Source: an optimization exercise on an open RTL-to-GDS flow (aim: small area, a short achievable clock period and few clock cycles per item). Production flows keep margins and buffers that such runs may drop.
In this exercise RTL edits were held to simulation tests only and were not proved equivalent to the original.

// g96_mixer
module g96_mixer (
    input  wire         clk,
    input  wire         rst,           
    input  wire         in_valid,
    output wire         in_ready,
    input  wire [63:0]  in_key,
    input  wire [31:0]  in_stream,
    input  wire [7:0]   in_purpose,
    input  wire [63:0]  in_pos,
    input  wire         in_quick,
    output wire         out_valid,
    input  wire         out_ready,
    output wire [127:0] out_block
);
    localparam [31:0] KINC0 = 32'hA5C31E6B;
    localparam [31:0] KINC1 = 32'h7F4A9D27;
    reg [31:0]  x0, x1, x2, x3;    
    reg [31:0]  k0, k1;            
    reg [127:0] ob;                
    reg         ofull;             
    reg         run;               
    reg         acc;               
    reg [3:0]   left;              
    wire last = (left == 4'd1);    
    wire load = !run || last;
    assign in_ready  = run && !acc && !ofull && !last;
    assign out_valid = ofull;
    assign out_block = ob;
    wire accept = in_valid && in_ready;
    wire finish = run && last && acc;    
    wire [31:0] a0 = x0 ^ k0;
    wire [31:0] a2 = x2 ^ k1;
    wire m0_1 = a0[29] ^ ~a0[27];
    wire m0_2 = a0[29] & ~a0[27];
    wire m0_3 = a0[30] ^ ~a0[28] ^ ~a0[26];
    wire m0_4 = (a0[30] & ~a0[28]) | (a0[30] & ~a0[26]) | (~a0[28] & ~a0[26]);
    wire m0_5 = a0[31] ^ ~a0[29] ^ ~a0[27];
    wire m0_6 = (a0[31] & ~a0[29]) | (a0[31] & ~a0[27]) | (~a0[29] & ~a0[27]);
    wire m0_7 = a0[19] ^ ~a0[17];
    wire m0_8 = a0[19] & ~a0[17];
    wire m0_9 = a0[20] ^ ~a0[18] ^ ~a0[16];
  ...
==> flow/config.mk <==
export PLATFORM = sky130hd
export DESIGN_NAME = g96_mixer
export DESIGN_NICKNAME = g96_mixer
export VERILOG_FILES = /design/flow/design.v
export SDC_FILE = /design/flow/constraint.sdc
export NUM_CORES = 4
export LEC_CHECK = 0
export CAP_MARGIN = 20
export CORE_MARGIN = 2
export CORE_UTILIZATION = 50
export CTS_BUF_LIST = sky130_fd_sc_hd__clkbuf_4 sky130_fd_sc_hd__clkbuf_8
export SLEW_MARGIN = 20
==> flow/constraint.sdc <==
create_clock -name core_clock -period 20.0 [get_ports {clk}]
set_input_delay 4.0000 -clock core_clock [delete_from_list [all_inputs] [get_ports {clk}]]
set_output_delay 4.0000 -clock core_clock [all_outputs]
set_load 0.01 [all_outputs]
run.sh (not shown) runs the stock make flow with config.mk's settings and CLKGATE_MAP_FILE= SYNTH_SCRIPT=/design/flow/synth_recipe.tcl, a recipe that flattens the netlist after the stock synthesis.
Testbench counts at the start, summed over its fixed seeds: cycles 72,392, items 8,000.
Then changed:
--- a/flow/design.v
+++ b/flow/design.v
@@ -9,32 +9,36 @@
     input  wire [63:0]  in_pos,
     input  wire         in_quick,
     output wire         out_valid,
     input  wire         out_ready,
     output wire [127:0] out_block
 );
     localparam [31:0] KINC0 = 32'hA5C31E6B;
     localparam [31:0] KINC1 = 32'h7F4A9D27;
     reg [31:0]  x0, x1, x2, x3;    
     reg [31:0]  k0, k1;            
-    reg [127:0] ob;                
+    reg [63:0]  ob;                
     reg         ofull;             
     reg         run;               
     reg         acc;               
+    reg         first;             
     reg [3:0]   left;              
-    wire last = (left == 4'd1);    
-    wire load = !run || last;
+    wire last = (left == 4'd1);
+    wire hold = ofull && !out_ready;           
+    wire load = !run || last || hold;
     assign in_ready  = run && !acc && !ofull && !last;
     assign out_valid = ofull;
-    assign out_block = ob;
+    assign out_block = {x3, ob[63:32], x1, ob[31:0]};
     wire accept = in_valid && in_ready;
-    wire finish = run && last && acc;    
+    wire finish = run && last && acc;          
+    wire [31:0] y1 = first ? in_pos[63:32] : x1;
+    wire [31:0] y3 = first ? {in_purpose, 24'd0} : x3;
     wire [31:0] a0 = x0 ^ k0;
     wire [31:0] a2 = x2 ^ k1;
     wire m0_1 = a0[29] ^ ~a0[27];
     wire m0_2 = a0[29] & ~a0[27];
     wire m0_3 = a0[30] ^ ~a0[28] ^ ~a0[26];
     wire m0_4 = (a0[30] & ~a0[28]) | (a0[30] & ~a0[26]) | (~a0[28] & ~a0[26]);
     wire m0_5 = a0[31] ^ ~a0[29] ^ ~a0[27];
     wire m0_6 = (a0[31] & ~a0[29]) | (a0[31] & ~a0[27]) | (~a0[29] & ~a0[27]);
     wire m0_7 = a0[19] ^ ~a0[17];
     wire m0_8 = a0[19] & ~a0[17];
@@ -541,56 +545,58 @@
     wire m2_242 = (m2_191 & m2_136) | (m2_191 & m2_190) | (m2_136 & m2_190);
     wire m2_243 = m2_193 ^ m2_140 ^ m2_192;
     wire m2_244 = (m2_193 & m2_140) | (m2_193 & m2_192) | (m2_140 & m2_192);
     wire m2_245 = m2_195 ^ m2_144 ^ m2_194;
     wire m2_246 = (m2_195 & m2_144) | (m2_195 & m2_194) | (m2_144 & m2_194);
     wire m2_247 = m2_197 ^ m2_148 ^ m2_196;
     wire m2_248 = (m2_197 & m2_148) | (m2_197 & m2_196) | (m2_148 & m2_196);
     wire [31:0] m2_s = {m2_247, m2_245, m2_243, m2_241, m2_239, m2_237, m2_235, m2_233, m2_231, m2_229, m2_227, m2_225, m2_223, m2_221, m2_219, m2_217, m2_215, m2_213, m2_211, m2_209, m2_207, m2_205, m2_203, m2_201, m2_199, a2[6], a2[5], a2[4], a2[3], a2[2], a2[1], a2[0]};
     wire [31:0] m2_c = {m2_246, m2_244, m2_242, m2_240, m2_238, m2_236, m2_234, m2_232, m2_230, m2_228, m2_226, m2_224, m2_222, m2_220, m2_218, m2_216, m2_214, m2_212, m2_210, m2_208, m2_206, m2_204, m2_202, m2_200, a2[0], ~a2[2], ~a2[1], ~a2[0], 1'b0, 1'b0, 1'b0, 1'b0};
     wire [31:0] t2 = m2_s + m2_c + 32'h04280210;
-    wire [31:0] u1 = x1 + ({t0[18:0], t0[31:19]} ^ t2);
-    wire [31:0] u3 = x3 ^ ({t2[12:0], t2[31:13]} + t0);
+    wire [31:0] u1 = y1 + ({t0[18:0], t0[31:19]} ^ t2);
+    wire [31:0] u3 = y3 ^ ({t2[12:0], t2[31:13]} + t0);
     always @(posedge clk) begin
         if (rst) begin
             run   <= 1'b0;
             acc   <= 1'b0;
             ofull <= 1'b0;
+            first <= 1'b1;
             left  <= 4'd0;
         end else begin
             if (finish)
                 ofull <= 1'b1;
             else if (out_ready)
                 ofull <= 1'b0;
+            first <= load;
             if (load) begin
                 run  <= in_valid;
                 acc  <= 1'b0;
                 left <= in_quick ? 4'd6 : 4'd10;
             end else begin
                 if (accept)
                     acc <= 1'b1;
                 left <= left - 4'd1;
             end
         end
     end
     always @(posedge clk) begin
         if (finish)
-            ob <= {t0, u3, t2, u1};
+            ob <= {u3, u1};
+        if (!hold) begin
+            x1 <= t2;
+            x3 <= t0;
+        end
     end
     always @(posedge clk) begin
         if (load) begin
             x0 <= in_pos[31:0];
-            x1 <= in_pos[63:32];
             x2 <= in_stream;
-            x3 <= {in_purpose, 24'd0};
             k0 <= in_key[31:0];
             k1 <= in_key[63:32];
         end else begin
             x0 <= u1;
-            x1 <= t2;
             x2 <= u3;
-            x3 <= t0;
             k0 <= k0 + KINC0;
             k1 <= k1 + KINC1;
         end
     end
 endmodule
The new run went through all stages and came out clean.
Fmax rises slightly.
Area after synthesis falls by a few percent.
Wire length falls by a little under a tenth.
Count of clock-buffer cells in the layout falls by 8.
First-iteration DRC count falls by a few percent.
Global-route usage falls by 1.2 points.
Synthesized cell count falls by roughly a tenth.
Via count falls by a little under a tenth.
Non-clock buffer count rises by 4.
Clock skew falls by 0.018 ns.
Worst hold slack degrades by 0.059 ns.
Worst setup slack improves by 0.049 ns.
Testbench counts after the change, summed over its fixed seeds: cycles 72,392, items 8,000.

========
alpha:
g96_mixer, a different RTL version from the one above (not shown whole).
Size in the first run: about 2,700 cells after synthesis, roughly 330 flip-flops, ~300 I/O pins, ~26,000 µm² of cells after synthesis.
==> module g96_mixer, before the edit <==
module g96_mixer (
    input  wire         clk,
    input  wire         rst,           
    input  wire         in_valid,
    output wire         in_ready,
    input  wire [63:0]  in_key,
    input  wire [31:0]  in_stream,
    input  wire [7:0]   in_purpose,
    input  wire [63:0]  in_pos,
    input  wire         in_quick,
    output wire         out_valid,
    input  wire         out_ready,
    output wire [127:0] out_block
);
    localparam [31:0] KINC0 = 32'hA5C31E6B;
    localparam [31:0] KINC1 = 32'h7F4A9D27;
    reg [31:0]  x0, x1, x2, x3;    
    reg [31:0]  k0, k1;            
    reg [127:0] ob;                
    reg         ofull;             
    reg         run;               
    reg         acc;               
    reg [3:0]   left;              
    wire last = (left == 4'd1);    
    wire load = !run || last;
    assign in_ready  = run && !acc && !ofull;
    assign out_valid = ofull;
    assign out_block = ob;
    wire accept = in_valid && in_ready;
    wire finish = run && last && (acc || accept);    
    wire [31:0] a0 = x0 ^ k0;
    wire [31:0] a2 = x2 ^ k1;
    wire [31:0] t0 = a0 - (a0 << 2) - (a0 << 4) + (a0 << 6) - (a0 << 8) - (a0 << 10) - (a0 << 19) + (a0 << 21) + (a0 << 27) - (a0 << 29);
    wire [31:0] t2 = a2 - (a2 << 4) + (a2 << 7) - (a2 << 9) + (a2 << 14) + (a2 << 17) - (a2 << 19) - (a2 << 21) + (a2 << 23) - (a2 << 26) + (a2 << 29) + (a2 << 31);
    wire [31:0] u1 = x1 + ({t0[18:0], t0[31:19]} ^ t2);
    wire [31:0] u3 = x3 ^ ({t2[12:0], t2[31:13]} + t0);
    always @(posedge clk) begin
        if (rst) begin
            run   <= 1'b0;
            acc   <= 1'b0;
            ofull <= 1'b0;
            left  <= 4'd0;
        end else begin
            if (finish)
                ofull <= 1'b1;
            else if (out_ready)
                ofull <= 1'b0;
            if (load) begin
                run  <= in_valid && !accept;
                acc  <= 1'b0;
                left <= in_quick ? 4'd6 : 4'd10;
            end else begin
                if (accept)
                    acc <= 1'b1;
                left <= left - 4'd1;
            end
        end
    end
    always @(posedge clk) begin
        if (finish)
            ob <= {t0, u3, t2, u1};
    end
    always @(posedge clk) begin
        if (load) begin
            x0 <= in_pos[31:0];
            x1 <= in_pos[63:32];
            x2 <= in_stream;
            x3 <= {in_purpose, 24'd0};
            k0 <= in_key[31:0];
            k1 <= in_key[63:32];
        end else begin
            x0 <= u1;
            x1 <= t2;
            x2 <= u3;
            x3 <= t0;
            k0 <= k0 + KINC0;
            k1 <= k1 + KINC1;
        end
    end
endmodule
Settings: LEC_CHECK=0, CAP_MARGIN=20, CORE_MARGIN=2, CORE_UTILIZATION=40, SLEW_MARGIN=20; clock period 20.0 ns.
The flow did not stop early for alpha: all stages ran, and the layout cleared the timing, DRC and antenna checks.
Testbench counts of alpha, summed over its fixed seeds: cycles 72,392, items 8,000.
Input-level comparison between beta and alpha:
==> flow/design.v <==
module g96_mixer (
    input  wire         clk,
    input  wire         rst,           
    input  wire         in_valid,
    output wire         in_ready,
    input  wire [63:0]  in_key,
    input  wire [31:0]  in_stream,
    input  wire [7:0]   in_purpose,
    input  wire [63:0]  in_pos,
    input  wire         in_quick,
    output wire         out_valid,
    input  wire         out_ready,
    output wire [127:0] out_block
);
    localparam [31:0] KINC0 = 32'hA5C31E6B;
    localparam [31:0] KINC1 = 32'h7F4A9D27;
    reg [31:0]  x0, x1, x2, x3;    
    reg [31:0]  k0, k1;            
    reg [127:0] ob;                
    reg         ofull;             
    reg         run;               
    reg         acc;               
    reg [3:0]   left;              
    wire last = (left == 4'd1);    
    wire load = !run || last;
    assign in_ready  = run && !acc && !ofull && !last;
    assign out_valid = ofull;
    assign out_block = ob;
    wire accept = in_valid && in_ready;
    wire finish = run && last && acc;    
    wire [31:0] a0 = x0 ^ k0;
    wire [31:0] a2 = x2 ^ k1;
    wire [31:0] t0 = a0 - (a0 << 2) - (a0 << 4) + (a0 << 6) - (a0 << 8) - (a0 << 10) - (a0 << 19) + (a0 << 21) + (a0 << 27) - (a0 << 29);
    wire [31:0] t2 = a2 - (a2 << 4) + (a2 << 7) - (a2 << 9) + (a2 << 14) + (a2 << 17) - (a2 << 19) - (a2 << 21) + (a2 << 23) - (a2 << 26) + (a2 << 29) + (a2 << 31);
    wire [31:0] u1 = x1 + ({t0[18:0], t0[31:19]} ^ t2);
    wire [31:0] u3 = x3 ^ ({t2[12:0], t2[31:13]} + t0);
    always @(posedge clk) begin
        if (rst) begin
            run   <= 1'b0;
            acc   <= 1'b0;
            ofull <= 1'b0;
            left  <= 4'd0;
        end else begin
            if (finish)
                ofull <= 1'b1;
            else if (out_ready)
                ofull <= 1'b0;
            if (load) begin
                run  <= in_valid;
                acc  <= 1'b0;
                left <= in_quick ? 4'd6 : 4'd10;
            end else begin
                if (accept)
                    acc <= 1'b1;
                left <= left - 4'd1;
            end
        end
    end
    always @(posedge clk) begin
        if (finish)
            ob <= {t0, u3, t2, u1};
    end
    always @(posedge clk) begin
        if (load) begin
            x0 <= in_pos[31:0];
            x1 <= in_pos[63:32];
            x2 <= in_stream;
            x3 <= {in_purpose, 24'd0};
            k0 <= in_key[31:0];
            k1 <= in_key[63:32];
        end else begin
            x0 <= u1;
            x1 <= t2;
            x2 <= u3;
            x3 <= t0;
            k0 <= k0 + KINC0;
            k1 <= k1 + KINC1;
        end
    end
endmodule
==> run summary <==
beta finished every step from synthesis to the final layout, and the layout passed the timing, DRC and antenna checks. alpha: PASS, flow complete, no timing, DRC or antenna violations. The higher mux cell area share after synthesis of alpha and beta is in alpha. Total placed cells including tap cells: alpha vs beta, no meaningful difference. Synthesized cell count: beta vs alpha, no meaningful difference. Count of clock-buffer cells in the layout of beta falls short of that of alpha by more than 10%. beta ends up with a shortest clock period the worst path allows after layout that is 410 ps lower than in alpha. When beta is measured against alpha, its data arrival time of the worst path turns out 270 ps lower. Of beta and alpha, it is beta that has the higher detailed route wirelength on metal3. Re die height: beta is 0.94 µm up on alpha.
Testbench counts of beta, summed over its fixed seeds: cycles 72,392, items 8,000.

## what the ideal ports hide
Ports are ideal in the flow. The routed layouts listed here were re-timed in OpenROAD. Step 1 assumes that a clkbuf_16 drives the clock port and a buf_2 every other input. Step 2 also shifts input and output timing later by t, the mid clock arrival at the registers, as if the neighbouring blocks saw the same clock. Three values: no drivers, after step 1, after step 2; two values: the first two.
| run | shift t [ns] | setup WS [ns] | hold WS [ns] | clock arrival spread, ns |
|---|---|---|---|---|
| the first run of note 1 | 0.710 | 10.346 / 10.346 / 10.346 | 0.529 / 0.529 / 0.529 | 0.039 / 0.039 |
| the second run of note 1 | 0.686 | 10.395 / 10.395 / 10.395 | 0.470 / 0.470 / 0.470 | 0.021 / 0.021 |
| alpha | 0.642 | 10.207 / 10.207 / 10.207 | 0.490 / 0.490 / 0.490 | 0.027 / 0.026 |
| beta | 0.617 | 10.615 / 10.615 / 10.615 | 0.520 / 0.520 / 0.520 | 0.021 / 0.021 |
After both steps every run listed still meets setup and hold.
